What follows belongs to an exercise in optimizing a design on an open flow for small area, a short achievable clock period and few clock cycles per item; a production flow would make more cautious choices.
Only simulation tests tie the RTL to the original design; equivalence was not proved.

## flow/design.v (module list and top-level ports; edited modules follow where they fit)
// module xt1_mod_codec: 1325 lines
module xt1_mod_codec (
  input  wire        clk,
  input  wire        rst,         
  input  wire        in_valid,
  output wire        in_ready,
  input  wire        in_mode,     
  input  wire [32:0] in_data,
  output reg         out_valid,
  output reg  [32:0] out_data,    
  output reg         out_erase    
);
  // ...
==> flow/flow/run.sh <==
#!/bin/bash
# Layout flow: the standard flow, with two changes.
#  1. After the standard synthesis, polfix.py flips full-adder cells (a full
#     adder computes the complements of its outputs from the complements of
#     its inputs) and rebuilds half adders from an XOR and an AND-type gate
#     where that suits their neighbours, so that fewer inverters sit between
#     them. Registers, their names and cell types, the ports and every other
#     cell stay as synthesis made them.
#  2. The port buffers are sky130_fd_sc_hd__buf_2 instead of the default
#     delay buffer.
# Each tool's output goes to a log file of its own in this folder.
set -euo pipefail
R=orfs/results/${FLOW_PLATFORM}/xt1_mod_codec/base

bash standard.sh synth > 1_synth.log 2>&1

python3 flow/polfix.py $R/1_2_yosys.v $R/1_2_yosys_polfix.v > 1_polfix.log 2>&1
cp $R/1_2_yosys.v 1_2_yosys_standard.v
cp $R/1_2_yosys_polfix.v $R/1_2_yosys.v
rm -f $R/1_synth.odb $R/1_synth.sdc

export BUFFER_PORTS_ARGS="-buffer_cell sky130_fd_sc_hd__buf_2"
bash standard.sh finish > 2_layout.log 2>&1
==> flow/flow/polfix.py <==
#!/usr/bin/env python3
"""Remove inverters around the adder cells of a Yosys netlist.

A full adder is self-dual: complementing its three inputs complements both of
its outputs. So each fa cell may be "flipped" (fed the complements of its
inputs, giving the complements of its outputs) without changing what the
circuit computes. A half adder may likewise be rebuilt from an XOR/XNOR gate
and a two-input AND-type gate that take and give whichever polarities suit
its neighbours. This searches (simulated annealing, fixed seed) for flips and
half-adder forms that minimise cell area plus the inverters the netlist then
needs, and writes the netlist back. Registers, their names and cell types,
the ports and every other cell stay exactly as they were.

usage: polfix.py in.v out.v
"""
import math, random, re, sys

INV = ("sky130_fd_sc_hd__inv_1", "sky130_fd_sc_hd__inv_2", "sky130_fd_sc_hd__clkinv_1")
FA = "sky130_fd_sc_hd__fa_1"
HA = "sky130_fd_sc_hd__ha_1"
OUTPINS = {"X", "Y", "Q", "Q_N", "SUM", "COUT", "HI", "LO", "GCLK"}
A_INV = 3.7536
A_XOR = 8.7584
A_HA = 12.512
# AND-type gate for (pa, pb, pc): cell, area, pin order (input pins for a', b'), output pin
GATE = {
    (0, 0, 0): ("and2_1", 6.256, ("A", "B"), "X"),
    (0, 0, 1): ("nand2_1", 3.7536, ("A", "B"), "Y"),
    (1, 1, 0): ("nor2_1", 3.7536, ("A", "B"), "Y"),
    (1, 1, 1): ("or2_1", 6.256, ("A", "B"), "X"),
    (1, 0, 0): ("nor2b_1", 6.256, ("A", "B_N"), "Y"),
    (0, 1, 0): ("nor2b_1", 6.256, ("B_N", "A"), "Y"),
    (1, 0, 1): ("nand2b_1", 6.256, ("A_N", "B"), "Y"),
    (0, 1, 1): ("nand2b_1", 6.256, ("B", "A_N"), "Y"),
}

def ha_kept(st):
    return st == (0, 0, 0, 0)

def ha_area(st):
    pa, pb, ps, pc = st
    if (pa, pb, pc) == (0, 0, 0) and ps == 0:
        return A_HA
    return A_XOR + GATE[(pa, pb, pc)][1]

src = open(sys.argv[1]).read()
m = re.search(r"^module\s+(\S+)\s*\((.*?)\);", src, re.S | re.M)
body_start = m.end()
endm = src.rindex("endmodule")
body = src[body_start:endm]
inst_re = re.compile(r"^\s*(sky130_fd_sc_hd__\w+)\s+(\S+)\s*\((.*?)\);\s*$", re.S | re.M)
pin_re = re.compile(r"\.(\w+)\(\s*(.*?)\s*\)\s*(?:,|$)", re.S)
insts = []
for im in inst_re.finditer(body):
    pm = [(p, net.strip()) for p, net in pin_re.findall(im.group(3))]
    insts.append((im.group(1), im.group(2), pm))
decls = inst_re.sub("", body)
decls = re.sub(r"\(\*.*?\*\)", "", decls, flags=re.S)
if re.search(r"\bassign\b", decls):
    sys.exit("polfix: netlist has assign statements; not handled")
ports_out = set(dm.group(1) for dm in re.finditer(r"^\s*output\s+(?:\[[^\]]*\]\s*)?(\S+?)\s*;", decls, re.M))

def is_const(net):
    return bool(re.match(r"^\d+'", net))
def port_base(net):
    return net.lstrip("\\").strip().split("[")[0]

drv = {}
for idx, (t, n, pm) in enumerate(insts):
    for p, net in pm:
        if p in OUTPINS:
            drv[net] = (idx, p)
inv_idx = {i for i, (t, n, pm) in enumerate(insts) if t in INV}

def root(net):
    par = 0
    for _ in range(1000):
        if net in drv and drv[net][0] in inv_idx:
            net = dict(insts[drv[net][0]][2])["A"]; par ^= 1
        else:
            break
    return net, par

fa_idx = [i for i, (t, n, pm) in enumerate(insts) if t == FA]
ha_idx = [i for i, (t, n, pm) in enumerate(insts) if t == HA]
kind = {}
for i in fa_idx: kind[i] = "fa"
for i in ha_idx: kind[i] = "ha"

flip = {i: 0 for i in fa_idx}
hst = {i: (0, 0, 0, 0) for i in ha_idx}

# consumers of each root: (parity, idx or None, pin)
cons = {}
for idx, (t, n, pm) in enumerate(insts):
    if idx in inv_idx:
        continue
    for p, net in pm:
        if p in OUTPINS or net == "" or is_const(net):
            continue
        r, par = root(net)
        cons.setdefault(r, []).append((par, idx if idx in kind else None, p))
for (t, n, pm) in insts:
    for p, net in pm:
        if port_base(net) in ports_out and p in OUTPINS:
            r, par = root(net)
            cons.setdefault(r, []).append((par, None, "PORT"))
# outputs of adder cells
prod_of = {}
for i in fa_idx + ha_idx:
    for p, net in insts[i][2]:
        if p in ("SUM", "COUT"):
            prod_of[net] = (i, p)

def need_pol(par, idx, pin):
    if idx is None:
        return par
    if kind[idx] == "fa":
        return par ^ flip[idx]
    pa, pb, ps, pc = hst[idx]
    return par ^ (pa if pin == "A" else pb)

def prod_pol(r):
    if r not in prod_of:
        return 0
    i, p = prod_of[r]
    if kind[i] == "fa":
        return flip[i]
    return hst[i][2] if p == "SUM" else hst[i][3]

def root_cost(r):
    pp = prod_pol(r)
    for par, idx, pin in cons.get(r, []):
        if need_pol(par, idx, pin) != pp:
            return A_INV
    return 0.0

cell_roots = {}
for i in fa_idx + ha_idx:
    rs = set()
    for p, net in insts[i][2]:
        if p in ("SUM", "COUT"):
            rs.add(net)
        elif not is_const(net) and net != "":
            rs.add(root(net)[0])
    cell_roots[i] = list(rs)

def local(i):
    c = sum(root_cost(r) for r in cell_roots[i])
    if kind[i] == "ha":
        c += ha_area(hst[i])
    return c

def total():
    return sum(root_cost(r) for r in cons) + sum(ha_area(hst[i]) for i in ha_idx)

start = total()
random.seed(1)
cells = fa_idx + ha_idx
best_f, best_h, bestc = dict(flip), dict(hst), start
cur = start
T = 4.0
steps = 300000 if cells else 0
for s in range(steps):
    i = random.choice(cells)
    c0 = local(i)
    if kind[i] == "fa":
        old = flip[i]; flip[i] ^= 1
    else:
        old = hst[i]; st = list(old); k = random.randrange(4); st[k] ^= 1; hst[i] = tuple(st)
    c1 = local(i)
    d = c1 - c0
    if d <= 0 or random.random() < math.exp(-d / T):
        cur += d
        if cur < bestc - 1e-9:
            bestc = cur; best_f = dict(flip); best_h = dict(hst)
    else:
        if kind[i] == "fa": flip[i] = old
        else: hst[i] = old
    T = max(0.05, T * 0.99998)
flip, hst = best_f, best_h
end = total()

# ---------------------------------------------------------------- rebuild
cnt = [0]
def fresh():
    cnt[0] += 1
    return "_polfix%d_" % cnt[0]
phys = {}
newwires = []
invs = []
for r in set(list(cons.keys()) + list(prod_of.keys())):
    pp = prod_pol(r)
    if pp == 0:
        phys[(r, 0)] = r
    else:
        w = fresh(); newwires.append(w); phys[(r, 1)] = w
    needs = set(need_pol(par, idx, pin) for par, idx, pin in cons.get(r, []))
    other = 1 - pp
    if other in needs:
        if other == 0:
            phys[(r, 0)] = r; invs.append((phys[(r, 1)], r))
        else:
            w = fresh(); newwires.append(w); phys[(r, 1)] = w; invs.append((r, w))

def net_for(net, want):
    if is_const(net) or net == "":
        return net
    r, par = root(net)
    return phys[(r, par ^ want)]

newinst = []
for idx, (t, n, pm) in enumerate(insts):
    if idx in inv_idx:
        continue
    if idx in kind and kind[idx] == "ha" and not ha_kept(hst[idx]):
        pa, pb, ps, pc = hst[idx]
        d = dict(pm)
        a = net_for(d["A"], pa); b = net_for(d["B"], pb)
        so = phys[(d["SUM"], ps)] if "SUM" in d and d["SUM"] in phys or (d.get("SUM"), ps) in phys else fresh()
        co = phys[(d["COUT"], pc)] if (d.get("COUT"), pc) in phys else fresh()
        if so.startswith("_polfix") and so not in newwires: newwires.append(so)
        if co.startswith("_polfix") and co not in newwires: newwires.append(co)
        if pa ^ pb == ps:
            newinst.append(("sky130_fd_sc_hd__xor2_1", n + "_x", [("A", a), ("B", b), ("X", so)]))
        else:
            newinst.append(("sky130_fd_sc_hd__xnor2_1", n + "_x", [("A", a), ("B", b), ("Y", so)]))
        cell, ar, (pina, pinb), op = GATE[(pa, pb, pc)]
        newinst.append(("sky130_fd_sc_hd__" + cell, n + "_c", [(pina, a), (pinb, b), (op, co)]))
        continue
    f = flip.get(idx, 0) if idx in kind and kind[idx] == "fa" else 0
    npm = []
    for p, net in pm:
        if p in OUTPINS:
            if f and (net, 1) in phys:
                npm.append((p, phys[(net, 1)]))
            elif f:
                w = fresh(); newwires.append(w); npm.append((p, w))
            else:
                npm.append((p, net))
        else:
            npm.append((p, net_for(net, f)))
    newinst.append((t, n, npm))
for i, (a, y) in enumerate(invs):
    newinst.append(("sky130_fd_sc_hd__inv_1", "_polfixinv%d_" % i, [("A", a), ("Y", y)]))

def fmt(net):
    return net + " " if net.startswith("\\") else net
out = [src[:body_start], decls.rstrip() + "\n"]
for w in newwires:
    out.append("  wire %s;\n" % w)
for t, n, pm in newinst:
    out.append("  %s %s (\n%s\n  );\n" % (t, fmt(n), ",\n".join("    .%s(%s)" % (p, fmt(net)) for p, net in pm)))
out.append(src[endm:])
open(sys.argv[2], "w").write("".join(out))
sys.stderr.write("polfix: inverters %d -> %d; fa flipped %d of %d; ha rebuilt %d of %d; area of adders+inverters %.1f -> %.1f\n" % (
    len(inv_idx), len(invs), sum(flip.values()), len(fa_idx),
    sum(1 for i in ha_idx if not ha_kept(hst[i])), len(ha_idx), start, end))
==> flow/standard.sh <==
#!/bin/bash
# synth_recipe.tcl (not shown) runs the flow's synth.tcl, then flattens the netlist and writes it again
# the make line also repeats each setting of config.mk as NAME=value (left out here)
make -C /OpenROAD-flow-scripts/flow DESIGN_CONFIG=/design/flow/config.mk WORK_HOME=/design/flow/orfs CLKGATE_MAP_FILE= SYNTH_SCRIPT=/design/flow/synth_recipe.tcl "${@:-finish}"
==> flow/config.mk <==
export PLATFORM = sky130hd
export DESIGN_NAME = xt1_mod_codec
export DESIGN_NICKNAME = xt1_mod_codec
export VERILOG_FILES = /design/flow/design.v
export SDC_FILE = /design/flow/constraint.sdc
export NUM_CORES = 4
export LEC_CHECK = 0
export CAP_MARGIN = 20
export CORE_MARGIN = 2
export CORE_UTILIZATION = 40
export CTS_CLUSTER_DIAMETER = 100
export CTS_CLUSTER_SIZE = 40
export SLEW_MARGIN = 20
==> flow/constraint.sdc <==
create_clock -name core_clock -period 160.0 [get_ports {clk}]
set_input_delay 32.0000 -clock core_clock [delete_from_list [all_inputs] [get_ports {clk}]]
set_output_delay 32.0000 -clock core_clock [all_outputs]
set_load 0.01 [all_outputs]
==> summary.txt, run 1 <==
- Multi-input gate share of total cell area: 66.3%
- Inverter count: 143
- Port bufs: 71
- Status: timing/DRC/antenna clean
- Slowest CP cell: dfxtp_1
- Worst setup SP type: flop
- Gr usage total: 16.8%
- Signal buf overhead: 2.43%
- Worst hold path type: flop to flop
- Relative slew margins: 30.2%
- Final Worst Setup Slack: 126,580 ps
- Portion of the layout cell area used by clock cells: 2.38%
- I/O pins: 73
- Setup TNS: 0 ps
- Minimum period implied by the final worst setup slack: 33,430 ps
- Buf+Inv Stages, Crit Path: 7
- Hold path startpoint: s3_w[24]
- Count of antenna-violating nets left after detailed routing: 0
- Largest delay contributor family on the critical path: adder cells
- Tcrit/Tclk final: 20.9%
- Die H: 213 um
- Met1 layer usage reported by global route: 23.0%
- Mean instance size in the synthesized netlist: 11.7 um2
- Flip-flop and latch count: 210
- R2R Path Start: s3_w[20]
- Register Area: 4200 um2
Testbench counts, summed over its fixed seeds: cycles 32,040, items 32,000.
==> run 2: changes to the inputs <==
--- a/flow/flow/polfix.py
+++ b/flow/flow/polfix.py
@@ -242,7 +242,7 @@
             npm.append((p, net_for(net, f)))
     newinst.append((t, n, npm))
 for i, (a, y) in enumerate(invs):
-    newinst.append(("sky130_fd_sc_hd__inv_1", "_polfixinv%d_" % i, [("A", a), ("Y", y)]))
+    newinst.append(("sky130_fd_sc_hd__inv_2", "_polfixinv%d_" % i, [("A", a), ("Y", y)]))
 
 def fmt(net):
     return net + " " if net.startswith("\\") else net
--- a/flow/config.mk
+++ b/flow/config.mk
@@ -8,6 +8,6 @@
 export CAP_MARGIN = 20
 export CORE_MARGIN = 2
 export CORE_UTILIZATION = 40
-export CTS_CLUSTER_DIAMETER = 100
-export CTS_CLUSTER_SIZE = 40
+export CTS_CLUSTER_DIAMETER = 80
+export CTS_CLUSTER_SIZE = 30
 export SLEW_MARGIN = 20
==> summary.txt, run 2 <==
- FF-to-FF End: s3_w[20]
- Setup TNS: 0 ps (unchanged)
- Width of the die: 213 um
- Total via count in the routed design: 10,400
- Die area: 45,200 um2
- Tightest Pin Transition: 797 ps
- CP Class: flop to primary output
- Final Worst Setup Slack: 127,040 ps (+462 ps)
- First-pass GRT wire length: 57,000 um
- Number of stages on the worst hold path: 0
- Number of global-route vias before repair: 10,700
- Number of clock sinks: 210
- Average via count per standard cell: 4.83
- Mean instance size in the synthesized netlist: 11.7 um2 (unchanged)
- Hold Vio Cnt, Final: 0
- Cell chain of the critical path: buf_2
- DRC Markers: 0
- Relative slew margins: 46.8% (+17 points)
- Largest delay contributor family on the critical path: flip-flops
- Gr usage total: 16.4% (-0.49 points)
- Clock buffers created by TritonCTS: 17
- Slowest CP cell: dfxtp_1
- Die H: 213 um (unchanged)
- Root Buffer: clkbuf_16
- Max Cap Viol: 0
- Met2 wire len: 18,000 um
- Diodes inserted: 0
- Register-to-register setup slack: 127,920 ps
- Post-layout net count: 1,993
- Worst EP arrival: 960 ps
- Clock tree from TritonCTS: built
- Core area: 43,000 um2
- Status: timing/DRC/antenna clean
- Worst setup timing slack at the placement stage: 127,510 ps
- Critical Path End Type: primary output
- Mapped cell area: 17,400 um2
- Final weighted congestion in routability-driven placement: 0.892
- Most common cell after layout, fill and taps aside: fa_1
- Initial core utilization: 40.5%
- Area grow syn2layout: 10.0%
- CTS H-Tree Depth: 1
- Total length of routed met3 wires: 1600 um
- Initial antenna violation count: 0
- Count of routing violations after the opening detailed-route iteration: 516
- Largest net degree at the start of global routing: 36
- R2R Path Start: s2_w[24]
- Iteration count of the initial detailed-routing pass: 5
- Commonest cells after routing, fill and taps aside: 360 x fa_1, 209 x dfxtp_1, 142 x inv_2, 107 x xnor2_1, 95 x nand2_1
- Unrepaired setup endpoints after global routing: false
- HPWL after detailed placement: 29,600 um
- Max Clock Skew: 20.2 ps
- Buf+Inv Stages, Crit Path: 1 (-6)
- Synth Net Count: 1,923
- Maximum root-to-sink buffer count: 3
- Congestion Overflow GR: 0
- Hold buffer count at CTS: 0
- Instance count of the mapped netlist: 1,490
- Clock transition at the registers of the reported paths: 90 ps
- Hold Slack: 326 ps
- F_max: 30.3 MHz
- Post-cts gate resize count: 0
- Port bufs: 71 (unchanged)
- Count of antenna-violating nets left after detailed routing: 0 (unchanged)
- Required @ worst endpoint: 128,000 ps
- Hold path startpoint: s3_w[22]
- Source-to-sink clock delay at the later pin of the worst-skew pair: 520 ps
- Minimum period implied by the final worst setup slack: 32,960 ps (-462 ps)
- Layout cell share with drive strength beyond 1: 20.2%
- Worst hold path type: flop to flop
- Final Setup Violations: 0
- CP peak stage delay: 320 ps
- Wire length the detailed router placed on met1: 14,900 um
- DR WL/cell: 16.5 um
- Topmost layer with routed signal wires: met4
- Yosys warns: 1
- Endpoint, Worst Hold: s4_w[22]
- # rows: 76
- I/O pins: 73 (unchanged)
- Final WL: 35,500 um
- Worst-path maximum fanout: 1
- Worst setup SP type: flop
- Max Transition Viols Final: 0
- Setup bufs post-CTS: 0
- Number of cell instances on the worst register-to-register path: 99
- Tcrit/Tclk final: 20.6% (-0.29 points)
-- run 2: stage by stage --
step / std cells / instance area, um2 / utilization (%)
after floorplan: 1490 / 17400 / -
after global placement: 2126 / 18500 / 43.1
after detailed placement: 2126 / 18500 / 43.1
after CTS: 2156 / 19200 / 44.6
after global routing: 2156 / 19200 / 44.6
final: 2156 / 19200 / 44.6
-- run 2: how the worst max path moves through the flow --
| stage | slack [ps] | depth (start not counted) | startpoint | to |
|---|---|---|---|---|
| after detailed placement | 127510 | 99 | s2_w[24] | s3_w[20] |
| after floorplan | 127670 | 0 | out_data[0] | out_data[0] |
| after CTS | 126990 | 1 | out_data[26] | out_data[26] |
| after global placement | 127600 | 1 | out_data[27] | out_data[27] |
| final | 127040 | 1 | out_data[15] | out_data[15] |
| after global routing | 126160 | 109 | s1_w[29] | s2_w[22] |
-- run 2: layout make-up --
| class | instances | area, um2 |
|---|---|---|
| clock inverters | 13 | 218 |
| well taps | 585 | 732 |
| clock buffers | 17 | 425 |
| flip-flops and latches | 210 | 4210 |
| multi-input cells | 1102 | 12600 |
| inverters | 143 | 539 |
| fillers | 4047 | 23800 |
| repair buffers | 86 | 468 |
-- run 2: routing by layer --
metal	vias up	GRT usage (%)
li1	4880	-
met1	5244	21.0
met2	228	28.8
met3	62	2.38
met4	0	4.53
met5	-	0
==> run 3: changes to the inputs <==
--- a/flow/config.mk
+++ b/flow/config.mk
@@ -5,9 +5,11 @@
 export SDC_FILE = /design/flow/constraint.sdc
 export NUM_CORES = 4
 export LEC_CHECK = 0
+export ABC_AREA = 1
 export CAP_MARGIN = 20
 export CORE_MARGIN = 2
 export CORE_UTILIZATION = 40
+export CTS_BUF_LIST = sky130_fd_sc_hd__clkbuf_8
 export CTS_CLUSTER_DIAMETER = 80
 export CTS_CLUSTER_SIZE = 30
 export SLEW_MARGIN = 20
==> summary.txt, run 3 <==
- Tightest Pin Transition: 853 ps (+56.3 ps)
- Final WL: 33,300 um (-6.2%)
- F_max: 30.2 MHz (-0.31%)
- Mapped cell area: 17,200 um2 (-1.4%)
- Register Area: 4200 um2 (about the same)
- Worst-path maximum fanout: 1 (unchanged)
- Gr usage total: 16.3% (about the same)
- Status: timing/DRC/antenna clean
- Hold path startpoint: s1_w[31]
- Mean instance size in the synthesized netlist: 10.5 um2 (-10%)
- Source-to-sink clock delay at the later pin of the worst-skew pair: 610 ps (+90 ps)
- Yosys warns: 1 (unchanged)
- Instance count of the mapped netlist: 1,639 (+10%)
- Buf+Inv Stages, Crit Path: 1 (unchanged)
- Setup TNS: 0 ps (unchanged)
- Max Clock Skew: 30.0 ps (+9.77 ps)
- Largest net degree at the start of global routing: 45 (+25%)
- Number of fill cells: 3,990 (-1.4%)
- Initial antenna violation count: 0 (unchanged)
- Required @ worst endpoint: 128,000 ps (about the same)
- Worst setup SP type: flop
- Maximum root-to-sink buffer count: 3 (unchanged)
- Minimum period implied by the final worst setup slack: 33,070 ps (+102 ps)
- Cell chain of the critical path: buf_2
- Number of cell instances on the worst register-to-register path: 143 (+44%)
- First-pass GRT wire length: 57,400 um (+0.82%)
- Initial core utilization: 40.7% (+0.22 points)
- Number of stages on the worst hold path: 0 (unchanged)
- Final Setup Violations: 0 (unchanged)
- Hold buffer count at CTS: 0 (unchanged)
- I/O pins: 73 (unchanged)
- Worst setup timing slack at the placement stage: 127,290 ps (-227 ps)
- Hold Slack: 334 ps (+8.02 ps)
- Width of the die: 211 um (-0.71%)
- Clock buffers created by TritonCTS: 20 (+3)
- CTS H-Tree Depth: 1 (unchanged)
- Unrepaired setup endpoints after global routing: false
- Area grow syn2layout: 8.68%
- Largest delay contributor family on the critical path: flip-flops
- # rows: 75 (-1.3%)
- Most common cell after layout, fill and taps aside: fa_1
- Final weighted congestion in routability-driven placement: 0.878 (-1.6%)
- Area taken by multi-input logic gates: 12,100 um2 (-3.5%)
- Die H: 211 um (-0.71%)
- Number of clock sinks: 210 (unchanged)
- DRC Markers: 0 (unchanged)
- Diodes inserted: 0 (unchanged)
- Count of antenna-violating nets left after detailed routing: 0 (unchanged)
- Die area: 44,600 um2 (-1.4%)
- Clock transition at the registers of the reported paths: 120 ps (+30 ps)
- Post-layout net count: 2,150 (+7.9%)
- Root Buffer: clkbuf_8
- Dpl cells: 2,229 (+4.8%)
- R2R Path Start: s1_w[6]
- Congestion Overflow GR: 0 (unchanged)
- Number of global-route vias before repair: 11,800 (+9.7%)
- Total via count in the routed design: 10,800 (+3.3%)
- Worst hold path type: flop to flop
- Hold Vio Cnt, Final: 0 (unchanged)
- Max Transition Viols Final: 0 (unchanged)
- Worst EP arrival: 1060 ps (+100 ps)
- Relative slew margins: 42.9% (-3.9 points)
- Register-to-register setup slack: 127,420 ps (-500 ps)
- CP Class: flop to primary output
- Tcrit/Tclk final: 20.7% (+0.064 points)
- Synth Net Count: 2,077 (+8.0%)
- Endpoint, Worst Hold: s2_w[31]
- Commonest cells after routing, fill and taps aside: 360 x fa_1, 312 x nand2_1, 210 x dfxtp_1, 191 x inv_2, 112 x o21ai_0
- Count of routing violations after the opening detailed-route iteration: 496 (-3.9%)
- CP peak stage delay: 340 ps (+20 ps)
- Final Worst Setup Slack: 126,940 ps (-102 ps)
- Layout cell share with drive strength beyond 1: 19.8% (-0.43 points)
- Slowest CP cell: dfxtp_1
- Final cell count without fillers: 2,265 (+5.1%)
- Core area: 42,100 um2 (-2.0%)
- Port bufs: 71 (unchanged)
- Post-cts gate resize count: 0 (unchanged)
- Iteration count of the initial detailed-routing pass: 5 (unchanged)
- Critical Path End Type: primary output
- Max Cap Viol: 0 (unchanged)
- Setup bufs post-CTS: 0 (unchanged)
- Clock tree from TritonCTS: built
- DR WL/cell: 14.7 um (-11%)
- FF-to-FF End: s2_w[23]
- Average via count per standard cell: 4.75 (-1.6%)
- HPWL after detailed placement: 28,100 um (-5.2%)
run 3: final cells by class:
class                      count  area share (%)
multi-input combinational   1205            65.0
sequential                   210            22.5
inverter                     191            3.84
clock buffer                  20            1.48
tap                          539            3.62
timing repair buffer          84            2.43
clock inverter                16            1.06
run 3: worst max path at each step:
stage | cells past startpoint | end | from
after global routing | 146 | s2_w[23] | s1_w[6]
after detailed placement | 143 | s2_w[24] | s1_w[6]
final | 1 | out_data[10] | out_data[10]
after CTS | 1 | out_data[10] | out_data[10]
after floorplan | 0 | out_data[0] | out_data[0]
after global placement | 1 | out_data[25] | out_data[25]
run 3: per-layer routing:
metal	global-route usage (%)	share of wire, %
met4	5.68	3.5
met5	0	0
met3	2.57	4.7
met2	30.2	52
met1	19.2	40
run 3: through the flow:
| stage | area [um2] | utilization [%] |
|---|---|---|
| 2_1_floorplan | 17200 | - |
| 3_3_place_gp | 18200 | 43.1 |
| 3_5_place_dp | 18200 | 43.1 |
| 4_1_cts | 18700 | 44.3 |
| 5_1_grt | 18700 | 44.3 |
| 6_report | 18700 | 44.3 |
==> run 4: changes to the inputs <==
--- a/flow/config.mk
+++ b/flow/config.mk
@@ -9,7 +9,6 @@
 export CAP_MARGIN = 20
 export CORE_MARGIN = 2
 export CORE_UTILIZATION = 40
-export CTS_BUF_LIST = sky130_fd_sc_hd__clkbuf_8
 export CTS_CLUSTER_DIAMETER = 80
 export CTS_CLUSTER_SIZE = 30
 export SLEW_MARGIN = 20
==> summary.txt, run 4 <==
- Status: timing/DRC/antenna clean
- Worst setup SP type: flop
- HPWL after detailed placement: 28,000 um (-0.15%)
- Congestion Overflow GR: 0 (unchanged)
- Placed inst area: 18,200 um2 (about the same)
- Worst hold path type: flop to flop
- Number of clock sinks: 210 (unchanged)
- Largest delay contributor family on the critical path: flip-flops
- CTS H-Tree Depth: 1 (unchanged)
- Commonest cells after routing, fill and taps aside: 360 x fa_1, 312 x nand2_1, 210 x dfxtp_1, 191 x inv_2, 112 x o21ai_0
- Cell chain of the critical path: buf_2
- Unrepaired setup endpoints after global routing: false
- Source-to-sink clock delay at the later pin of the worst-skew pair: 530 ps (-80 ps)
- Layout cell share with drive strength beyond 1: 19.6% (-0.22 points)
- Average via count per standard cell: 4.71 (-0.86%)
- Worst-path maximum fanout: 1 (unchanged)
- Most common cell after layout, fill and taps aside: fa_1
- First-pass GRT wire length: 57,600 um (+0.31%)
- Area grow syn2layout: 9.65%
- Mean instance size in the synthesized netlist: 10.5 um2 (unchanged)
- Final Setup Violations: 0 (unchanged)
- Required @ worst endpoint: 128,000 ps (about the same)
- Max Cap Viol: 0 (unchanged)
- Post-cts gate resize count: 0 (unchanged)
- Buf+Inv Stages, Crit Path: 1 (unchanged)
- Tcrit/Tclk final: 20.6% (-0.064 points)
- Hold Slack: 329 ps (-5.32 ps)
- I/O pins: 73 (unchanged)
- Total via count in the routed design: 10,700 (-0.90%)
- Slowest CP cell: dfxtp_1
- F_max: 30.3 MHz (+0.31%)
- Dpl cells: 2,230 (+0.045%)
- Setup TNS: 0 ps (unchanged)
- Maximum root-to-sink buffer count: 3 (unchanged)
- Number of fill cells: 3,942 (-1.2%)
- Final WL: 33,300 um (+0.12%)
- Count of antenna-violating nets left after detailed routing: 0 (unchanged)
- Post-layout net count: 2,150 (unchanged)
- Clock buffers created by TritonCTS: 19 (-5.0%)
- Synth Net Count: 2,077 (unchanged)
- Core area: 42,100 um2 (unchanged)
- Clock tree from TritonCTS: built
- Initial antenna violation count: 0 (unchanged)
- Hold Vio Cnt, Final: 0 (unchanged)
- Die H: 211 um (unchanged)
- Diodes inserted: 0 (unchanged)
- Worst setup path startpoint: out_data[26]
- Hold path startpoint: s3_w[24]
- Count of routing violations after the opening detailed-route iteration: 451 (-9.1%)
- Iteration count of the initial detailed-routing pass: 5 (unchanged)
- Setup bufs post-CTS: 0 (unchanged)
- DR WL/cell: 14.7 um (+0.16%)
- Hold buffer count at CTS: 0 (unchanged)
- Tightest Pin Transition: 858 ps (+4.87 ps)
- Area taken by multi-input logic gates: 12,100 um2 (unchanged)
- Design Area, Final: 18,800 um2 (+0.89%)
- Max Clock Skew: 21.7 ps (-8.27 ps)
- DRC Markers: 0 (unchanged)
- Relative slew margins: 42.6% (-0.33 points)
- Gr usage total: 16.4% (about the same)
- Critical Path End Type: primary output
- Mapped cell area: 17,200 um2 (unchanged)
- Minimum period implied by the final worst setup slack: 32,960 ps (-102 ps)
- Final cell count without fillers: 2,264 (-0.044%)
- # rows: 75 (unchanged)
- Final weighted congestion in routability-driven placement: 0.887 (+0.93%)
- Initial core utilization: 40.7% (unchanged)
- Yosys warns: 1 (unchanged)
- Instance count of the mapped netlist: 1,639 (unchanged)
- Largest net degree at the start of global routing: 45 (unchanged)
- Worst EP arrival: 960 ps (-100 ps)
- Root Buffer: clkbuf_16
- CP Class: flop to primary output
- Register Area: 4200 um2 (unchanged)
- Width of the die: 211 um (unchanged)
- Die area: 44,600 um2 (unchanged)
- Number of global-route vias before repair: 11,600 (-1.5%)
- Clock transition at the registers of the reported paths: 70 ps (-50 ps)
- Port bufs: 71 (unchanged)
- CP peak stage delay: 320 ps (-20 ps)
- Max Transition Viols Final: 0 (unchanged)
- R2R Path Start: s1_w[6]
==> run 4: path summary, 6_finish.rpt <==
check,endpoint,slack [ps],depth (start not counted)
worst min-delay path,s4_w[24],330,0
worst max register to register,s2_w[24],127790,143
worst max-delay path,out_data[26],127040,1
worst min register to register,s4_w[24],330,0
==> run 4: cell type report <==
class	instances	area share (%)
Inverter	191	3.81
Timing Repair Buffer	85	2.45
Clock inverter	10	0.625
Multi-Input combinational cell	1205	64.5
Clock buffer	24	2.73
Sequential cell	210	22.3
Tap cell	539	3.58
==> run 4: metrics by stage <==
| step | utilization [%] | setup WS, ps |
|---|---|---|
| after floorplan | - | 127670 |
| after global placement | 43.2 | 127600 |
| after detailed placement | 43.2 | 127580 |
| after CTS | 44.7 | 127000 |
| after global routing | 44.7 | 125300 |
| final | 44.7 | 127040 |
==> run 4: worst reg2reg max path, delay by kind of cell (launching register included) <==
kind	cells	cell delay (ps)
AOI/OAI and AO/OA	9	1640
xor gates and xnor gates	2	340
adders and majority gates	53	21240
buffers and inverters	11	1430
DFF	1	390
muxes	1	210
and+or+nand+nor	67	6890
==> run 4: routing by layer <==
| metal | routed length, um | vias to the layer above | track usage [%] | share of wire [%] |
|---|---|---|---|---|
| li1 | - | 5149 | - | - |
| met1 | 13700 | 5224 | 20.2 | 41 |
| met2 | 17200 | 228 | 29.8 | 52 |
| met3 | 1450 | 62 | 2.30 | 4.3 |
| met4 | 984 | 0 | 4.59 | 3.0 |
| met5 | 0 | - | 0 | 0 |
==> run 5: changes to the inputs <==
==> flow/flow/run.sh (replaced) <==
#!/bin/bash
# Layout flow: the standard flow, with two changes.
#  1. After the standard synthesis, fafix.py flips full-adder cells (a full
#     adder computes the complements of its outputs from the complements of
#     its inputs) so that fewer inverters sit between them. Registers, their
#     names and cell types, and every other cell stay as synthesis made them.
#  2. The port buffers are sky130_fd_sc_hd__buf_2 instead of the default
#     delay buffer.
# Each tool's output goes to a log file of its own in this folder.
set -euo pipefail
R=orfs/results/${FLOW_PLATFORM}/xt1_mod_codec/base

bash standard.sh synth > 1_synth.log 2>&1

python3 flow/fafix.py $R/1_2_yosys.v $R/1_2_yosys_fafix.v > 1_fafix.log 2>&1
cp $R/1_2_yosys.v 1_2_yosys_standard.v
cp $R/1_2_yosys_fafix.v $R/1_2_yosys.v
rm -f $R/1_synth.odb $R/1_synth.sdc

export BUFFER_PORTS_ARGS="-buffer_cell sky130_fd_sc_hd__buf_2"
bash standard.sh finish > 2_layout.log 2>&1
==> flow/flow/fafix.py (new file) <==
#!/usr/bin/env python3
"""Remove inverters around full-adder cells in a Yosys netlist.

A full adder is self-dual: complementing its three inputs complements both
outputs. Each fa cell may therefore be "flipped" (fed the complements of its
inputs, giving the complements of its outputs) without changing what the
circuit computes. This picks flips that minimise the number of inverters the
netlist needs, then rebuilds the inverters. Nothing else changes: the other
cells, the registers, their names and the ports stay as they are.

usage: fafix.py in.v out.v
"""
import re, sys

INV = ("sky130_fd_sc_hd__inv_1", "sky130_fd_sc_hd__inv_2", "sky130_fd_sc_hd__clkinv_1")
FA = ("sky130_fd_sc_hd__fa_1",)
OUTPINS = {"X", "Y", "Q", "Q_N", "SUM", "COUT", "HI", "LO", "GCLK"}

src = open(sys.argv[1]).read()
m = re.search(r"^module\s+(\S+)\s*\((.*?)\);", src, re.S | re.M)
body_start = m.end()
endm = src.rindex("endmodule")
body = src[body_start:endm]

inst_re = re.compile(r"^\s*(sky130_fd_sc_hd__\w+)\s+(\S+)\s*\((.*?)\);\s*$", re.S | re.M)
pin_re = re.compile(r"\.(\w+)\(\s*(.*?)\s*\)\s*(?:,|$)", re.S)
insts = []
for im in inst_re.finditer(body):
    t, n, pins = im.group(1), im.group(2), im.group(3)
    pm = [(p, net.strip()) for p, net in pin_re.findall(pins)]
    insts.append([t, n, pm])
decls = inst_re.sub("", body)
if re.search(r"\bassign\b", decls):
    sys.exit("netlist has assign statements; not handled")

# port directions
ports_out = set()
for dm in re.finditer(r"^\s*output\s+(?:\[[^\]]*\]\s*)?(\S+?)\s*;", decls, re.M):
    ports_out.add(dm.group(1))

def is_const(net):
    return net.startswith("1'") or net.startswith("32'")

# drivers
drv = {}
for idx, (t, n, pm) in enumerate(insts):
    for p, net in pm:
        if p in OUTPINS:
            drv[net] = (idx, p)

# root of each net through inverter chains
inv_idx = {idx for idx, (t, n, pm) in enumerate(insts) if t in INV}
def root(net):
    par = 0
    seen = 0
    while net in drv and drv[net][0] in inv_idx and seen < 100:
        t, n, pm = insts[drv[net][0]]
        net = dict(pm)["A"]; par ^= 1; seen += 1
    return net, par

fa_idx = [idx for idx, (t, n, pm) in enumerate(insts) if t in FA]
fa_set = set(fa_idx)

# consumers: list of (root, parity, flippable-fa-index or None)
# bus ports like out_data[3] appear as "\out_data[3] " or out_data[3]
def port_base(net):
    b = net.lstrip("\\").strip()
    return b.split("[")[0]

cons = {}   # root -> list of (parity, fa or None)
for idx, (t, n, pm) in enumerate(insts):
    if idx in inv_idx:
        continue
    for p, net in pm:
        if p in OUTPINS or net == "" or is_const(net):
            continue
        r, par = root(net)
        cons.setdefault(r, []).append((par, idx if idx in fa_set else None))
# output ports need the true value of their own net
for net in list(drv.keys()) + list(cons.keys()):
    pass
outnets = set()
for (t, n, pm) in insts:
    for p, net in pm:
        if port_base(net) in ports_out:
            outnets.add(net)
for net in outnets:
    r, par = root(net)
    cons.setdefault(r, []).append((par, None))

# produced parity of each root: flip of its fa driver (0 otherwise)
root_fa = {}
for idx in fa_idx:
    t, n, pm = insts[idx]
    for p, net in pm:
        if p in ("SUM", "COUT"):
            root_fa[net] = idx

flip = {idx: 0 for idx in fa_idx}
# roots touched by each fa (inputs and outputs)
fa_roots = {}
for idx in fa_idx:
    t, n, pm = insts[idx]
    rs = set()
    for p, net in pm:
        if p in ("SUM", "COUT"):
            rs.add(net)
        elif not is_const(net):
            rs.add(root(net)[0])
    fa_roots[idx] = rs

def root_cost(r):
    prod = flip[root_fa[r]] if r in root_fa else 0
    for par, f in cons.get(r, []):
        need = par ^ (flip[f] if f is not None else 0)
        if need != prod:
            return 1
    return 0

def total():
    return sum(root_cost(r) for r in cons)

before = total()
changed = True
it = 0
while changed and it < 50:
    changed = False; it += 1
    for idx in fa_idx:
        rs = fa_roots[idx]
        c0 = sum(root_cost(r) for r in rs)
        flip[idx] ^= 1
        c1 = sum(root_cost(r) for r in rs)
        if c1 < c0:
            changed = True
        else:
            flip[idx] ^= 1
import random
random.seed(1)
best = dict(flip); bestc = total(); cur = bestc
T = 2.0
for step in range(200000):
    idx = random.choice(fa_idx)
    rs = fa_roots[idx]
    c0 = sum(root_cost(r) for r in rs)
    flip[idx] ^= 1
    c1 = sum(root_cost(r) for r in rs)
    d = c1 - c0
    if d <= 0 or random.random() < __import__('math').exp(-d / T):
        cur += d
        if cur < bestc:
            bestc = cur; best = dict(flip)
    else:
        flip[idx] ^= 1
    T = max(0.02, T * 0.99997)
flip = best
after = total()

# rebuild
newinst = []
cnt = [0]
def fresh(base):
    cnt[0] += 1
    return "_fafix%d_" % cnt[0]
# physical net names for root r in each polarity
phys = {}
newwires = []
need_inv = []
for r in set(list(cons.keys()) + list(root_fa.keys())):
    prod = flip[root_fa[r]] if r in root_fa else 0
    if prod == 0:
        phys[(r, 0)] = r
    else:
        w = fresh(r); newwires.append(w)
        phys[(r, 1)] = w
    needs = set()
    for par, f in cons.get(r, []):
        needs.add(par ^ (flip[f] if f is not None else 0))
    other = 1 - prod
    if other in needs:
        if other == 0:
            phys[(r, 0)] = r
            need_inv.append((phys[(r, 1)], r))
        else:
            w = fresh(r); newwires.append(w)
            phys[(r, 1)] = w
            need_inv.append((r, w))

def net_for(net, extra):
    if is_const(net):
        return net
    r, par = root(net)
    return phys[(r, par ^ extra)]

for idx, (t, n, pm) in enumerate(insts):
    if idx in inv_idx:
        continue
    f = flip.get(idx, 0)
    npm = []
    for p, net in pm:
        if p in OUTPINS:
            if idx in fa_set and f:
                npm.append((p, phys[(net, 1)]))
            else:
                npm.append((p, net))
        elif net == "":
            npm.append((p, net))
        else:
            npm.append((p, net_for(net, f)))
    newinst.append((t, n, npm))
for i, (a, y) in enumerate(need_inv):
    newinst.append(("sky130_fd_sc_hd__inv_1", "_fafixinv%d_" % i, [("A", a), ("Y", y)]))

# nets that are no longer driven/used (old inverter outputs) stay declared; harmless
out = [src[:body_start]]
out.append(decls.rstrip() + "\n")
for w in newwires:
    out.append("  wire %s;\n" % w)
for t, n, pm in newinst:
    out.append("  %s %s (\n%s\n  );\n" % (t, n, ",\n".join("    .%s(%s)" % (p, net + " " if net.startswith("\\") else net) for p, net in pm)))
out.append(src[endm:])
open(sys.argv[2], "w").write("".join(out))
sys.stderr.write("fafix: inverters %d -> %d (fa cells %d, flipped %d)\n" % (len(inv_idx), len(need_inv), len(fa_idx), sum(flip.values())))
==> flow/config.mk (replaced) <==
export PLATFORM = sky130hd
export DESIGN_NAME = xt1_mod_codec
export DESIGN_NICKNAME = xt1_mod_codec
export VERILOG_FILES = /design/flow/design.v
export SDC_FILE = /design/flow/constraint.sdc
export NUM_CORES = 4
export LEC_CHECK = 0
export CAP_MARGIN = 20
export CORE_MARGIN = 2
export CORE_UTILIZATION = 40
export SLEW_MARGIN = 20
removed: flow/flow/polfix.py
==> summary.txt, run 5 <==
- Critical Path End Type: primary output
- Slowest CP cell: dfxtp_1
- Final cell count without fillers: 2,206 (-2.6%)
- Count of routing violations after the opening detailed-route iteration: 504 (+12%)
- Final Core Density: 45.0% (+0.34 points)
- Layout cell share with drive strength beyond 1: 11.6% (-7.9 points)
- Buf+Inv Stages, Crit Path: 1 (unchanged)
- Setup bufs post-CTS: 0 (unchanged)
- Tcrit/Tclk final: 20.6% (about the same)
- Max Cap Viol: 0 (unchanged)
- Mapped cell area: 17,800 um2 (+4.0%)
- Worst setup SP type: flop
- Port bufs: 71 (unchanged)
- Worst-path maximum fanout: 1 (unchanged)
- Tightest Pin Transition: 977 ps (+118 ps)
- Register Area: 4210 um2 (about the same)
- Post-layout net count: 2,128 (-1.0%)
- Most common cell after layout, fill and taps aside: fa_1
- Width of the die: 215 um (+1.9%)
- Clock tree from TritonCTS: built
- Clock buffers created by TritonCTS: 25 (+6)
- CTS H-Tree Depth: 1 (unchanged)
- Hold Vio Cnt, Final: 0 (unchanged)
- Number of fill cells: 4,122 (+4.6%)
- Relative slew margins: 34.8% (-7.8 points)
- Yosys warns: 1 (unchanged)
- Worst hold path type: flop to flop
- Area grow syn2layout: 11.3%
- Source-to-sink clock delay at the later pin of the worst-skew pair: 550 ps (+20 ps)
- Initial core utilization: 40.4% (-0.28 points)
- FF-to-FF End: s2_w[22]
- Diodes inserted: 0 (unchanged)
- Worst EP arrival: 980 ps (+20 ps)
- Number of global-route vias before repair: 11,300 (-2.2%)
- Design Area, Final: 19,900 um2 (+5.5%)
- Unrepaired setup endpoints after global routing: false
- Cell chain of the critical path: buf_2
- F_max: 30.3 MHz (about the same)
- Largest delay contributor family on the critical path: flip-flops
- Hold buffer count at CTS: 0 (unchanged)
- Number of clock sinks: 210 (unchanged)
- Clock transition at the registers of the reported paths: 60 ps (about the same)
- Final Worst Setup Slack: 127,020 ps (-20.0 ps)
- Maximum root-to-sink buffer count: 3 (unchanged)
- CP peak stage delay: 320 ps (about the same)
- Max Transition Viols Final: 0 (unchanged)
- Mean instance size in the synthesized netlist: 11.8 um2 (+12%)
- Initial antenna violation count: 0 (unchanged)
- Count of antenna-violating nets left after detailed routing: 0 (unchanged)
- Setup TNS: 0 ps (unchanged)
- DR WL/cell: 16.6 um (+12%)
- Gr usage total: 16.5% (+0.15 points)
- Synth Net Count: 2,050 (-1.3%)
- Hold path startpoint: s3_w[26]
- Status: timing/DRC/antenna clean
- First-pass GRT wire length: 60,100 um (+4.3%)
- Number of logic stages on the critical path including buffering: 1 (unchanged)
- # rows: 77 (+2.7%)
- Instance count of the mapped netlist: 1,517 (-7.4%)
- Die area: 46,300 um2 (+3.9%)
- I/O pins: 73 (unchanged)
- Post-cts gate resize count: 0 (unchanged)
- Final Setup Violations: 0 (unchanged)
- Number of stages on the worst hold path: 0 (unchanged)
- Average via count per standard cell: 4.79 (+1.6%)
- Placed inst area: 18,900 um2 (+4.2%)
- Final WL: 36,500 um (+9.6%)
- Required @ worst endpoint: 128,000 ps (about the same)
- CP Class: flop to primary output
- DRC Markers: 0 (unchanged)
- HPWL after detailed placement: 30,700 um (+9.7%)
- Worst setup timing slack at the placement stage: 127,570 ps (-10.0 ps)
- Largest net degree at the start of global routing: 39 (-13%)
- Root Buffer: clkbuf_16
- Iteration count of the initial detailed-routing pass: 5 (unchanged)
- Area taken by multi-input logic gates: 12,600 um2 (+3.5%)
- Minimum period implied by the final worst setup slack: 32,980 ps (+20.0 ps)
- Die H: 215 um (+1.9%)
- Commonest cells after routing, fill and taps aside: 360 x fa_1, 259 x inv_1, 209 x dfxtp_1, 136 x ha_1, 71 x buf_2
- R2R Path Start: s1_w[6]
- Final weighted congestion in routability-driven placement: 0.908 (+2.4%)
- Congestion Overflow GR: 0 (unchanged)
- Total via count in the routed design: 10,600 (-0.97%)
- Number of cell instances on the worst register-to-register path: 119 (-17%)
- Register-to-register setup slack: 127,600 ps (-190 ps)
- Endpoint, Worst Hold: s4_w[26]
- Max Clock Skew: 18.6 ps (-3.15 ps)
- Core area: 44,100 um2 (+4.7%)
- Dpl cells: 2,160 (-3.1%)
==> run 5: stage by stage <==
step                hold slack, ps
finish                         324
global route                   331
detailed placement             312
global placement               310
floorplan                      310
CTS                            326
==> run 5: routing by layer <==
layer / routed length (um) / global-route usage [%] / up-vias
met5: 0 / 0 / -
met4: 928 / 4.60 / 0
met1: 15600 / 21.7 / 5321
met3: 1660 / 2.58 / 59
met2: 18300 / 28.4 / 240
li1: - / - / 4940
==> run 5: layout make-up <==
class                           count  area share [%]
Multi-Input combinational cell   1012            63.2
Sequential cell                   210            21.2
Inverter                          260            4.93
Tap cell                          592            3.73
Clock buffer                       31            3.41
Timing Repair Buffer               86            2.36
Clock inverter                     15            1.18
==> run 5: worst max path at each step <==
| stage | start | endpoint | slack [ps] |
|---|---|---|---|
| 4_1_cts | out_data[24] | out_data[24] | 126980 |
| 3_3_place_gp | out_data[0] | out_data[0] | 127600 |
| 3_5_place_dp | out_data[24] | out_data[24] | 127570 |
| 6_report | out_data[24] | out_data[24] | 127020 |
| 2_1_floorplan | out_data[0] | out_data[0] | 127670 |
| 5_1_grt | s1_w[6] | s2_w[22] | 125760 |
==> run 5: worst reg2reg max path: cells and delay by family, from the launching register on <==
family	cells	cell delay [ps]
AO/OA/AOI/OAI	23	4650
XOR/XNOR	4	900
adder cells (fa/ha/maj)	62	22410
buffers and inverters	19	2330
flip-flops	1	290
AND/OR/NAND/NOR	11	1740
==> run 6: changes to the inputs <==
--- a/flow/config.mk
+++ b/flow/config.mk
@@ -5,6 +5,7 @@
 export SDC_FILE = /design/flow/constraint.sdc
 export NUM_CORES = 4
 export LEC_CHECK = 0
+export ABC_AREA = 1
 export CAP_MARGIN = 20
 export CORE_MARGIN = 2
 export CORE_UTILIZATION = 40
==> summary.txt, run 6 <==
- Area grow syn2layout: 11.0%
- CTS H-Tree Depth: 1 (unchanged)
- Die H: 214 um (-0.70%)
- Die area: 45,700 um2 (-1.4%)
- Mean instance size in the synthesized netlist: 10.6 um2 (-10%)
- Port bufs: 71 (unchanged)
- First-pass GRT wire length: 58,700 um (-2.3%)
- Status: timing/DRC/antenna clean
- Most frequent CP cell: fa_1
- Minimum period implied by the final worst setup slack: 33,200 ps (+218 ps)
- DR WL/cell: 15.0 um (-9.3%)
- Relative slew margins: 35.5% (+0.63 points)
- I/O pins: 73 (unchanged)
- Congestion Overflow GR: 0 (unchanged)
- Max Clock Skew: 13.3 ps (-5.24 ps)
- CP peak stage delay: 620 ps (+300 ps)
- Max Transition Viols Final: 0 (unchanged)
- Final Worst Setup Slack: 126,800 ps (-218 ps)
- Core area: 43,300 um2 (-1.9%)
- Clock buffers created by TritonCTS: 26 (+4.0%)
- Slowest CP cell: nand2_1
- Post-layout net count: 2,274 (+6.9%)
- CP Class: flop to flop
- Number of cell instances on the worst register-to-register path: 152 (+28%)
- Average via count per standard cell: 4.58 (-4.3%)
- Final Setup Violations: 0 (unchanged)
- R2R Path Start: s1_w[6]
- Worst hold path type: flop to flop
- Register Area: 4200 um2 (about the same)
- Clock tree from TritonCTS: built
- Initial core utilization: 40.7% (+0.21 points)
- Unrepaired setup endpoints after global routing: false
- Iteration count of the initial detailed-routing pass: 4 (-1)
- Dpl cells: 2,298 (+6.4%)
- Number of global-route vias before repair: 11,500 (+1.5%)
- Worst-path maximum fanout: 19 (+18)
- Required @ worst endpoint: 160,430 ps (+32,430 ps)
- Final Core Density: 45.1% (+0.14 points)
- Initial antenna violation count: 0 (unchanged)
- Final WL: 35,200 um (-3.5%)
- Tcrit/Tclk final: 20.8% (+0.14 points)
- Tightest Pin Transition: 961 ps (-15.3 ps)
- Post-cts gate resize count: 0 (unchanged)
- Hold Vio Cnt, Final: 0 (unchanged)
- Hold buffer count at CTS: 0 (unchanged)
- Instance count of the mapped netlist: 1,662 (+9.6%)
- Count of antenna-violating nets left after detailed routing: 0 (unchanged)
- Setup TNS: 0 ps (unchanged)
- Synth Net Count: 2,195 (+7.1%)
- Final weighted congestion in routability-driven placement: 0.922 (+1.6%)
- HPWL after detailed placement: 29,900 um (-2.6%)
- Endpoint, Worst Hold: s3_w[26]
- Largest net degree at the start of global routing: 45 (+15%)
- Number of fill cells: 4,068 (-1.3%)
- Worst setup SP type: flop
- Yosys warns: 1 (unchanged)
- Maximum root-to-sink buffer count: 3 (unchanged)
- Root Buffer: clkbuf_16
- Register-to-register setup slack: 126,800 ps (-800 ps)
- Mapped cell area: 17,600 um2 (-1.4%)
- Diodes inserted: 0 (unchanged)
- Critical Path End Type: flop
- Final cell count without fillers: 2,346 (+6.3%)
- Total via count in the routed design: 10,800 (+1.8%)
- FF-to-FF End: s2_w[23]
- Max Cap Viol: 0 (unchanged)
- Worst setup timing slack at the placement stage: 126,640 ps (-935 ps)
- Number of stages on the worst hold path: 0 (unchanged)
- Setup bufs post-CTS: 0 (unchanged)
- Most common cell after layout, fill and taps aside: fa_1
- Source-to-sink clock delay at the later pin of the worst-skew pair: 560 ps (about the same)
- DRC Markers: 0 (unchanged)
- Commonest cells after routing, fill and taps aside: 360 x fa_1, 298 x inv_1, 281 x nand2_1, 210 x dfxtp_1, 136 x ha_1
- Gr usage total: 16.7% (+0.15 points)
- Number of clock sinks: 210 (unchanged)
- # rows: 76 (-1.3%)
- Clock transition at the registers of the reported paths: 60 ps (about the same)
- F_max: 30.1 MHz (-0.66%)
- Hold path startpoint: s2_w[26]
- Count of routing violations after the opening detailed-route iteration: 442 (-12%)
- Layout cell share with drive strength beyond 1: 9.14% (-2.5 points)
- Worst EP arrival: 33,640 ps (+32,660 ps)
- Width of the die: 214 um (-0.70%)
- Area taken by multi-input logic gates: 12,100 um2 (-3.2%)
-- run 6: critical path: cells and delay by family, from the launching register on --
kind,cells,cell delay [ps]
AND/OR/NAND/NOR,57,5900
buffers and inverters,21,2420
XOR/XNOR,2,360
multiplexers,1,190
adder cells (fa/ha/maj),61,21890
AO/OA/AOI/OAI,10,1930
flip-flops,1,320
-- run 6: layout make-up --
type / count / area share [%]
multi-input cells: 1121 / 62.2
flip-flops and latches: 210 / 21.5
inverters: 298 / 5.73
well taps: 585 / 3.75
clock buffers: 31 / 3.58
repair buffers: 84 / 2.32
clock inverters: 17 / 0.910
-- run 6: worst max-delay path by stage --
stage                     start           to  slack (ps)  cells after the start
floorplan           out_data[0]  out_data[0]      127670                      0
global placement        s1_w[6]     s2_w[23]      127160                    152
detailed placement      s1_w[6]     s2_w[23]      126640                    152
CTS                     s1_w[6]     s2_w[23]      126590                    152
global route            s1_w[6]     s2_w[23]      123950                    156
finish                  s1_w[6]     s2_w[23]      126800                    152
-- run 6: through the flow --
stage	area [um2]	hold slack, ps
2_1_floorplan	17600	310
3_3_place_gp	18700	312
3_5_place_dp	18700	312
4_1_cts	19500	321
5_1_grt	19500	327
6_report	19500	321
-- run 6: layer usage --
| metal | track usage (%) | wire length [um] | vias to the layer above |
|---|---|---|---|
| met5 | 0 | 0 | - |
| met4 | 4.65 | 1010 | 0 |
| met3 | 2.72 | 1660 | 65 |
| met2 | 29.4 | 17900 | 176 |
| met1 | 21.2 | 14700 | 5303 |
| li1 | - | - | 5208 |
==> run 7: changes to the inputs <==
--- a/flow/flow/run.sh
+++ b/flow/flow/run.sh
@@ -3,7 +3,8 @@
 #  1. After the standard synthesis, fafix.py flips full-adder cells (a full
 #     adder computes the complements of its outputs from the complements of
 #     its inputs) so that fewer inverters sit between them. Registers, their
-#     names and cell types, and every other cell stay as synthesis made them.
+#     names and cell types, the ports and every other cell stay as synthesis
+#     made them.
 #  2. The port buffers are sky130_fd_sc_hd__buf_2 instead of the default
 #     delay buffer.
 # Each tool's output goes to a log file of its own in this folder.
--- a/flow/flow/fafix.py
+++ b/flow/flow/fafix.py
@@ -30,6 +30,7 @@
     pm = [(p, net.strip()) for p, net in pin_re.findall(pins)]
     insts.append([t, n, pm])
 decls = inst_re.sub("", body)
+decls = re.sub(r"\(\*.*?\*\)", "", decls, flags=re.S)
 if re.search(r"\bassign\b", decls):
     sys.exit("netlist has assign statements; not handled")
 
--- a/flow/config.mk
+++ b/flow/config.mk
@@ -5,8 +5,9 @@
 export SDC_FILE = /design/flow/constraint.sdc
 export NUM_CORES = 4
 export LEC_CHECK = 0
-export ABC_AREA = 1
 export CAP_MARGIN = 20
 export CORE_MARGIN = 2
 export CORE_UTILIZATION = 40
+export CTS_CLUSTER_DIAMETER = 80
+export CTS_CLUSTER_SIZE = 30
 export SLEW_MARGIN = 20
==> summary.txt, run 7 <==
- DRC Markers: 0 (unchanged)
- Total via count in the routed design: 10,600 (-1.7%)
- Worst setup timing slack at the placement stage: 127,330 ps (+691 ps)
- Setup TNS: 0 ps (unchanged)
- R2R Path Start: s1_w[6]
- Number of cell instances on the worst register-to-register path: 117 (-23%)
- Core area: 44,100 um2 (+2.0%)
- Instance count of the mapped netlist: 1,517 (-8.7%)
- Area grow syn2layout: 9.62%
- HPWL after detailed placement: 31,100 um (+3.8%)
- Clock transition at the registers of the reported paths: 90 ps (+30 ps)
- CP peak stage delay: 350 ps (-270 ps)
- Initial antenna violation count: 1 (+1)
- Worst hold path type: flop to flop
- Tightest Pin Transition: 958 ps (-3.57 ps)
- Capture point of the worst path: out_data[11]
- Dpl cells: 2,159 (-6.0%)
- CP Class: flop to primary output
- Number of global-route vias before repair: 11,400 (-0.90%)
- Die area: 46,300 um2 (+1.4%)
- Max Transition Viols Final: 0 (unchanged)
- Post-layout net count: 2,119 (-6.8%)
- Critical Path End Type: primary output
- Count of routing violations after the opening detailed-route iteration: 567 (+28%)
- DR WL/cell: 16.8 um (+12%)
- Root Buffer: clkbuf_16
- Worst setup path startpoint: out_data[11]
- Count of antenna-violating nets left after detailed routing: 0 (unchanged)
- Iteration count of the initial detailed-routing pass: 5 (+1)
- Hold Vio Cnt, Final: 0 (unchanged)
- Die H: 215 um (+0.71%)
- Initial core utilization: 40.4% (-0.21 points)
- Number of fill cells: 4,123 (+1.4%)
- Required @ worst endpoint: 128,000 ps (-32,430 ps)
- Tcrit/Tclk final: 20.6% (-0.12 points)
- Number of logic stages on the critical path including buffering: 1 (-99%)
- F_max: 30.3 MHz (+0.57%)
- Congestion Overflow GR: 0 (unchanged)
- Largest net degree at the start of global routing: 39 (-13%)
- Unrepaired setup endpoints after global routing: false
- Buf+Inv Stages, Crit Path: 1 (-95%)
- Worst EP arrival: 1010 ps (-32,630 ps)
- Max Cap Viol: 0 (unchanged)
- Synth Net Count: 2,050 (-6.6%)
- Slowest CP cell: dfxtp_1
- Diodes inserted: 0 (unchanged)
- Gr usage total: 16.6% (-0.096 points)
- Port bufs: 71 (unchanged)
- Status: timing/DRC/antenna clean
- Final Setup Violations: 0 (unchanged)
- Area taken by multi-input logic gates: 12,600 um2 (+3.3%)
- Largest delay contributor family on the critical path: flip-flops
- # rows: 77 (+1.3%)
- Cell chain of the critical path: buf_2
- Final Worst Setup Slack: 126,990 ps (+186 ps)
- Clock buffers created by TritonCTS: 17 (-35%)
- Mean instance size in the synthesized netlist: 11.8 um2 (+11%)
- Yosys warns: 1 (unchanged)
- Worst-path maximum fanout: 1 (-18)
- Register-to-register setup slack: 127,130 ps (+330 ps)
- Max Clock Skew: 16.8 ps (+3.47 ps)
- Final cell count without fillers: 2,188 (-6.7%)
- Final weighted congestion in routability-driven placement: 0.909 (-1.4%)
- First-pass GRT wire length: 60,400 um (+3.0%)
- Most common cell after layout, fill and taps aside: fa_1
- Commonest cells after routing, fill and taps aside: 360 x fa_1, 259 x inv_1, 209 x dfxtp_1, 136 x ha_1, 71 x buf_2
- Maximum root-to-sink buffer count: 3 (unchanged)
- Number of clock sinks: 210 (unchanged)
- Mapped cell area: 17,800 um2 (+1.5%)
- Post-cts gate resize count: 0 (unchanged)
- Relative slew margins: 36.1% (+0.63 points)
- Register Area: 4210 um2 (about the same)
- Width of the die: 215 um (+0.71%)
- CTS H-Tree Depth: 1 (unchanged)
- Worst setup SP type: flop
- Source-to-sink clock delay at the later pin of the worst-skew pair: 530 ps (-30 ps)
- Layout cell share with drive strength beyond 1: 10.8% (+1.7 points)
- Average via count per standard cell: 4.83 (+5.4%)
- Minimum period implied by the final worst setup slack: 33,020 ps (-186 ps)
- I/O pins: 73 (unchanged)
- FF-to-FF End: s2_w[22]
- Final WL: 36,700 um (+4.2%)
- Setup bufs post-CTS: 0 (unchanged)
- Hold buffer count at CTS: 0 (unchanged)
- Clock tree from TritonCTS: built
-- run 7: area by class of cell --
cell class	count	share of cell area [%]
Clock buffer	17	2.17
Clock inverter	12	1.02
Inverter	260	5.00
Multi-Input combinational cell	1012	64.2
Sequential cell	210	21.5
Tap cell	592	3.79
Timing Repair Buffer	85	2.35
-- run 7: how the worst min path moves through the flow --
stage | cells after the start | start | slack [ps] | to
CTS | 0 | s2_w[27] | 330 | s3_w[27]
global route | 0 | s1_w[32] | 340 | s2_w[32]
detailed placement | 0 | s1_w[1] | 310 | s2_w[1]
finish | 0 | s4_w[19] | 330 | out_data[19]
global placement | 0 | s1_w[0] | 310 | s2_w[0]
floorplan | 0 | s4_w[17] | 310 | out_data[17]
-- run 7: metrics by stage --
step / area (um2) / hold WS, ps / utilization (%)
3_5_place_dp: 18900 / 312 / 42.9
5_1_grt: 19600 / 338 / 44.3
3_3_place_gp: 18900 / 310 / 42.9
2_1_floorplan: 17800 / 310 / -
4_1_cts: 19600 / 332 / 44.3
6_report: 19600 / 331 / 44.3
-- run 7: routing by layer --
layer	vias up	wire [um]	global-route usage (%)
met1	5377	15800	21.5
li1	4901	-	-
met5	-	0	0
met2	237	18500	28.9
met4	0	973	4.53
met3	53	1460	2.35

## port drivers added, routing unchanged
In the flow no input, the clock included, has a driving cell. The finished layouts below were timed again as built, in two steps. Step 1, drivers: a clkbuf_16 drives clk and a buf_2 each remaining input, both assumed. Step 2 also shifts input and output timing later by t, the mid clock arrival at the registers, as if the neighbouring blocks saw the same clock. Slacks: no drivers / after step 1 / after step 2; pairs: no drivers / after step 1.
| run | t (ns) | setup slack, ns | worst setup path after step 2 | worst register clock-pin slew, ns | pins driven straight from the clock port |
|---|---|---|---|---|---|
| run 1 | 0.546 | 126.575 / 126.575 / 126.575 | register to register | 0.12 / 0.12 | 1 |
| run 2 | 0.562 | 127.037 / 126.982 / 127.545 | register to output | 0.09 / 0.09 | 1 |
| run 3 | 0.640 | 126.935 / 126.887 / 127.425 | register to register | 0.12 / 0.12 | 1 |
| run 4 | 0.570 | 127.037 / 126.985 / 127.555 | register to output | 0.08 / 0.08 | 1 |
| run 5 | 0.595 | 127.017 / 126.963 / 127.558 | register to output | 0.07 / 0.07 | 1 |
| run 6 | 0.609 | 126.799 / 126.799 / 126.799 | register to register | 0.06 / 0.06 | 1 |
| run 7 | 0.581 | 126.985 / 126.929 / 127.128 | register to register | 0.09 / 0.09 | 1 |
After both steps setup and hold are still met in every run listed.
